From an optimization exercise on the open Yosys and OpenROAD flow, aimed at small area and a short achievable clock period; shortcuts taken in it are not production practice.
The clock input has no modelled driver; a real chip could not lean on it and would need a root buffer or a full tree.

// fehel_flit_rx
module fehel_flit_rx (
    input  wire        clk,
    input  wire        rst,
    input  wire        in_valid,
    input  wire [63:0] in_data,
    output reg         res_valid,
    output reg         res_crc_ok,
    output wire        res_ctrl,
    output wire [3:0]  res_err,        
    output wire [4:0]  res_msgs,
    output wire [19:0] res_vc_slots,   
    output wire [11:0] res_fseq,
    output wire [11:0] res_fack
);
    reg  [63:0] u;
    wire [63:0] m_u;
    wire x64 = u[0] ^ u[63];
    wire x65 = u[39] ^ u[59];
    wire x66 = u[46] ^ u[53];
    wire x67 = u[47] ^ u[54];
    wire x68 = u[45] ^ u[52];
    wire x69 = u[4] ^ u[58];
    wire x70 = u[21] ^ u[26];
    wire x71 = u[9] ^ u[44];
    wire x72 = u[8] ^ u[43];
    wire x73 = u[22] ^ u[27];
    wire x74 = u[51] ^ u[56];
    wire x75 = u[41] ^ u[61];
    wire x76 = u[18] ^ u[32];
    wire x77 = u[20] ^ u[34];
    wire x78 = u[40] ^ u[60];
    wire x79 = u[19] ^ u[33];
    wire x80 = u[50] ^ u[55];
    wire x81 = u[5] ^ u[12];
    wire x82 = u[13] ^ u[49];
    wire x83 = u[10] ^ u[35];
    wire x84 = u[16] ^ u[28];
    wire x85 = u[6] ^ u[31];
    wire x86 = u[15] ^ u[62];
    wire x87 = u[7] ^ u[30];
    wire x88 = u[48] ^ x66;
    wire x89 = u[17] ^ u[42];
    wire x90 = u[14] ^ u[29];
    wire x91 = u[24] ^ u[57];
  ...
For scale: about 1400 cells after synthesis, about 160 flip-flops, roughly 15000 sq um of cells after synthesis.
==> flow/config.mk <==
export PLATFORM = sky130hd
export DESIGN_NAME = fehel_flit_rx
export DESIGN_NICKNAME = fehel_flit_rx
export VERILOG_FILES = /design/flow/design.v
export SDC_FILE = /design/flow/constraint.sdc
export NUM_CORES = 4
export LEC_CHECK = 0
export CAP_MARGIN = 20
export CORE_MARGIN = 2
export CORE_UTILIZATION = 55
export SLEW_MARGIN = 20
==> flow/constraint.sdc <==
create_clock -name core_clock -period 12.0 [get_ports {clk}]
set_input_delay 2.4000 -clock core_clock [delete_from_list [all_inputs] [get_ports {clk}]]
set_output_delay 2.4000 -clock core_clock [all_outputs]
set_load 0.01 [all_outputs]
standard.sh (not shown) runs the stock make flow with config.mk's settings and CLKGATE_MAP_FILE= SYNTH_SCRIPT=/design/flow/synth_recipe.tcl, a recipe that flattens the netlist after the stock synthesis.
==> flow/flow/run.sh <==
#!/bin/bash
# Layout: the standard ORFS flow (standard.sh), with these changes:
#  - every port gets a plain buf_1 as its port buffer;
#  - clock tree: two short levels of clock buffers (flow/cts_manual.tcl);
#  - the timing repair after CTS and after global routing aims for a setup
#    slack margin of 8.8 ns; extra settings: "SETUP_MOVE_SEQUENCE=unbuffer,sizeup,swap" RECOVER_POWER=100
# Each make call's output goes to its own make_*.log; ORFS keeps each tool's
# log under orfs/logs/.
set -euo pipefail
H=$PWD
B="BUFFER_PORTS_ARGS=-buffer_cell sky130_fd_sc_hd__buf_1"
C="PRE_CTS_TCL=$H/flow/cts_manual.tcl"
bash standard.sh "$B" "$C" synth > make_synth.log 2>&1
bash standard.sh "$B" "$C" floorplan place > make_place.log 2>&1
bash standard.sh "$B" "$C" SETUP_SLACK_MARGIN=8.8 "SETUP_MOVE_SEQUENCE=unbuffer,sizeup,swap" RECOVER_POWER=100 cts > make_cts.log 2>&1
bash standard.sh "$B" "$C" SETUP_SLACK_MARGIN=8.8 "SETUP_MOVE_SEQUENCE=unbuffer,sizeup,swap" RECOVER_POWER=100 finish > make_finish.log 2>&1
==> flow/flow/cts_manual.tcl <==
# Sourced by ORFS's cts.tcl as PRE_CTS_TCL. Replaces clock_tree_synthesis
# with a short two-level clock tree: the registers are split by location
# into NLEAF groups of equal size (halving by x, then by y, ...), each driven
# by a leaf clock buffer at the group's centre; the leaf buffers are split
# the same way into NROOT groups, each driven by a root clock buffer at its
# centre. The clock port feeds only the NROOT root buffers, and every
# register sees exactly one root and one leaf buffer.

proc mcts_split { items n } {
  set groups [list $items]
  set axis 0
  while { [llength $groups] < $n } {
    set ng {}
    foreach g $groups {
      set s [lsort -integer -index $axis $g]
      set h [expr { [llength $s] / 2 }]
      lappend ng [lrange $s 0 [expr { $h - 1 }]] [lrange $s $h end]
    }
    set groups $ng
    set axis [expr { 1 - $axis }]
  }
  return $groups
}

proc mcts_drive { block master name in_net group } {
  # group: list of {x y iterm}; returns {cx cy A-iterm}
  set sx 0; set sy 0
  foreach s $group { incr sx [lindex $s 0]; incr sy [lindex $s 1] }
  set n [llength $group]
  set cx [expr { $sx / $n }]
  set cy [expr { $sy / $n }]
  set inst [odb::dbInst_create $block $master $name]
  set net [odb::dbNet_create $block "${name}_net"]
  $net setSigType CLOCK
  [$inst findITerm X] connect $net
  foreach s $group {
    set it [lindex $s 2]
    $it disconnect
    $it connect $net
  }
  $inst setLocation [expr { $cx - [$master getWidth] / 2 }] [expr { $cy - [$master getHeight] / 2 }]
  $inst setPlacementStatus PLACED
  set a [$inst findITerm A]
  $a connect $in_net
  puts "manual_cts: $name drives $n pins at ($cx, $cy)"
  return [list $cx $cy $a]
}

proc manual_cts { } {
  set nleaf 8
  set nroot 2
  if { [info exists ::env(MCTS_NLEAF)] } { set nleaf $::env(MCTS_NLEAF) }
  if { [info exists ::env(MCTS_NROOT)] } { set nroot $::env(MCTS_NROOT) }
  set block [ord::get_db_block]
  set db [ord::get_db]
  set master [$db findMaster sky130_fd_sc_hd__clkbuf_16]
  set clk_net [$block findNet clk]
  set sinks {}
  foreach it [$clk_net getITerms] {
    set bb [[$it getInst] getBBox]
    lappend sinks [list [expr { ([$bb xMin] + [$bb xMax]) / 2 }] \
                        [expr { ([$bb yMin] + [$bb yMax]) / 2 }] $it]
  }
  set leaves {}
  set k 0
  foreach g [mcts_split $sinks $nleaf] {
    lappend leaves [mcts_drive $block $master "clkbuf_leaf_$k" $clk_net $g]
    incr k
  }
  set k 0
  foreach g [mcts_split $leaves $nroot] {
    mcts_drive $block $master "clkbuf_root_$k" $clk_net $g
    incr k
  }
  $clk_net setSigType CLOCK
  set_propagated_clock [all_clocks]
}

rename clock_tree_synthesis orig_clock_tree_synthesis
proc clock_tree_synthesis { args } {
  manual_cts
}
The baseline produced a layout that fails on capacitance limit, slew limit.
Next try:
==> flow/flow/run.sh (replaced) <==
#!/bin/bash
# Layout: the standard ORFS flow (standard.sh), with these changes:
#  - every port gets a plain buf_1 as its port buffer;
#  - clock tree: two short levels of clock buffers (flow/cts_manual.tcl);
#  - the timing repair after CTS and after global routing aims for a setup
#    slack margin of 8.7 ns. Extra settings: REMOVE_ABC_BUFFERS=1
#  - after floorplan, ABC's buffers are removed and upsized cells set back
#    to drive strength 1 (flow/downsize.tcl).
# Each make call's output goes to its own make_*.log; ORFS keeps each tool's
# log under orfs/logs/.
set -euo pipefail
H=$PWD
B="BUFFER_PORTS_ARGS=-buffer_cell sky130_fd_sc_hd__buf_1"
C="PRE_CTS_TCL=$H/flow/cts_manual.tcl"
D="POST_FLOORPLAN_TCL=$H/flow/downsize.tcl"
bash standard.sh "$B" "$C" "$D" synth > make_synth.log 2>&1
bash standard.sh "$B" "$C" "$D" REMOVE_ABC_BUFFERS=1 floorplan place > make_place.log 2>&1
bash standard.sh "$B" "$C" "$D" SETUP_SLACK_MARGIN=8.7 REMOVE_ABC_BUFFERS=1 cts > make_cts.log 2>&1
bash standard.sh "$B" "$C" "$D" SETUP_SLACK_MARGIN=8.7 REMOVE_ABC_BUFFERS=1 finish > make_finish.log 2>&1
==> flow/flow/downsize.tcl (new file) <==
# Sourced as POST_FLOORPLAN_TCL: put every combinational cell that synthesis
# upsized back to its smallest drive strength (_1), so that the later timing
# repair sizes up only the cells on paths that need it. Registers, clock
# cells and physical cells are left as they are.
set n 0
foreach inst [get_cells *] {
  set m [get_property $inst ref_name]
  if { ![regexp {^sky130_fd_sc_hd__([a-z0-9]+)_([0-9]+)$} $m -> base drive] } { continue }
  if { $drive == 1 || [string match "*df*" $base] || [string match "clk*" $base] \
       || [string match "tap*" $base] || [string match "*fill*" $base] \
       || [string match "*decap*" $base] || [string match "conb" $base] } { continue }
  set target [get_lib_cells -quiet */sky130_fd_sc_hd__${base}_1]
  if { [llength $target] == 0 } { continue }
  replace_cell $inst [lindex $target 0]
  incr n
}
puts "downsize: $n cells set to drive strength 1"
After rerunning:
- The new run finished clean
- die area does not change
- global-route usage grows by 0.73 points
- worst setup slack gains 2.7 ns
- sequential cell count stays the same
- sequential share of layout area grows by 0.12 points
Next try:
==> flow/flow/run.sh (replaced) <==
#!/bin/bash
# Layout: the standard ORFS flow (standard.sh), with these changes:
#  - every port gets a plain buf_1 as its port buffer;
#  - clock tree: two short levels of clock buffers (flow/cts_manual.tcl);
#  - the timing repair after CTS and after global routing aims for a setup
#    slack margin of 8.7 ns; extra settings: RECOVER_POWER=100
# Each make call's output goes to its own make_*.log; ORFS keeps each tool's
# log under orfs/logs/.
set -euo pipefail
H=$PWD
B="BUFFER_PORTS_ARGS=-buffer_cell sky130_fd_sc_hd__buf_1"
C="PRE_CTS_TCL=$H/flow/cts_manual.tcl"
bash standard.sh "$B" "$C" synth > make_synth.log 2>&1
bash standard.sh "$B" "$C" floorplan place > make_place.log 2>&1
bash standard.sh "$B" "$C" SETUP_SLACK_MARGIN=8.7 RECOVER_POWER=100 cts > make_cts.log 2>&1
bash standard.sh "$B" "$C" SETUP_SLACK_MARGIN=8.7 RECOVER_POWER=100 finish > make_finish.log 2>&1
removed: flow/flow/downsize.tcl
- With this change the flow produced a layout that fails on capacitance limit, slew limit
- cell area fell by about 1.7%
- via count hardly moves
- first-iteration DRC count falls by about 2.4%
- setup slack degrades by 2.6 ns
- core utilization came out lower by 1.1 points
- sequential share of layout area grows by 0.33 points
- die area does not change
- maximum frequency shrinks by about 43%
- routed wire length goes down by about 1.5%
- cell count shrinks by about 1%
Next try:
==> flow/flow/run.sh (replaced) <==
#!/bin/bash
# Layout: the standard ORFS flow (standard.sh), with these changes:
#  - every port gets a plain buf_1 as its port buffer;
#  - clock tree: two short levels of clock buffers (flow/cts_manual.tcl,
#    8 leaf buffers under 2 root buffers);
#  - the timing repair after CTS and after global routing aims for a setup
#    slack margin of 8.75 ns.
#  Placement settings: PLACE_DENSITY=0.7. Repair settings: none.
# Each make call's output goes to its own make_*.log; ORFS keeps each tool's
# log under orfs/logs/.
set -euo pipefail
H=$PWD
B="BUFFER_PORTS_ARGS=-buffer_cell sky130_fd_sc_hd__buf_1"
C="PRE_CTS_TCL=$H/flow/cts_manual.tcl"
bash standard.sh "$B" "$C" synth > make_synth.log 2>&1
bash standard.sh "$B" "$C" PLACE_DENSITY=0.7 floorplan place > make_place.log 2>&1
bash standard.sh "$B" "$C" PLACE_DENSITY=0.7 SETUP_SLACK_MARGIN=8.75  cts > make_cts.log 2>&1
bash standard.sh "$B" "$C" PLACE_DENSITY=0.7 SETUP_SLACK_MARGIN=8.75  finish > make_finish.log 2>&1
--- a/flow/flow/cts_manual.tcl
+++ b/flow/flow/cts_manual.tcl
@@ -55,3 +55,8 @@
   set db [ord::get_db]
-  set master [$db findMaster sky130_fd_sc_hd__clkbuf_16]
+  set leafcell sky130_fd_sc_hd__clkbuf_16
+  set rootcell sky130_fd_sc_hd__clkbuf_16
+  if { [info exists ::env(MCTS_LEAF)] } { set leafcell $::env(MCTS_LEAF) }
+  if { [info exists ::env(MCTS_ROOT)] } { set rootcell $::env(MCTS_ROOT) }
+  set leafm [$db findMaster $leafcell]
+  set rootm [$db findMaster $rootcell]
   set clk_net [$block findNet clk]
@@ -66,3 +71,3 @@
   foreach g [mcts_split $sinks $nleaf] {
-    lappend leaves [mcts_drive $block $master "clkbuf_leaf_$k" $clk_net $g]
+    lappend leaves [mcts_drive $block $leafm "clkbuf_leaf_$k" $clk_net $g]
     incr k
@@ -71,3 +76,3 @@
   foreach g [mcts_split $leaves $nroot] {
-    mcts_drive $block $master "clkbuf_root_$k" $clk_net $g
+    mcts_drive $block $rootm "clkbuf_root_$k" $clk_net $g
     incr k
Now the flow finished with timing, DRC and antenna clean.
Synthesized area stays the same.
Global-route usage rose by 0.15 points.
Fmax increases by 80%.
Routed wire length went up by 0.81%.
Final cell count goes up by 1.8%.
Worst hold slack loses 0.017 ns.
Via count increases by 2.8%.
No run of this note included a check of the RTL's function; only the layout flow was run. In every run of this note, the design's own scripts or RTL, not TritonCTS, make the clock network.

## separate check: timing with driven ports
The flow's constraints put no driver on any port. The routed layouts listed below were extracted and timed again, unchanged, in two steps. Step 1, drivers: a clkbuf_16 drives clk and a buf_2 each remaining input, both assumed. Step 2 moves the port delays by t, midway between the first and last clock arrival at a register: inputs arrive t later, outputs are due t later. That takes back most of the time a late clock gives input paths. Three values: ideal, step 1, step 2; two values: the first two.
run	shift t [ns]	setup slack, ns	worst hold slack (ns)	worst slew at a driven data input, ns	pins driven straight from the clock port
the first run	0.398	5.901 / 5.947 / 5.548	0.501 / 0.501 / 0.501	0.04	2
the second run	0.402	8.607 / 8.606 / 8.386	0.489 / 0.489 / 0.489	0.05	2
the third run	0.398	6.005 / 6.052 / 5.654	0.493 / 0.493 / 0.493	0.04	2
the fourth run	0.405	8.673 / 8.603 / 8.551	0.476 / 0.476 / 0.476	0.05	2
The setup slack of the first run, which loses most, moves by +0.046 ns with the drivers and by -0.353 ns with both steps.
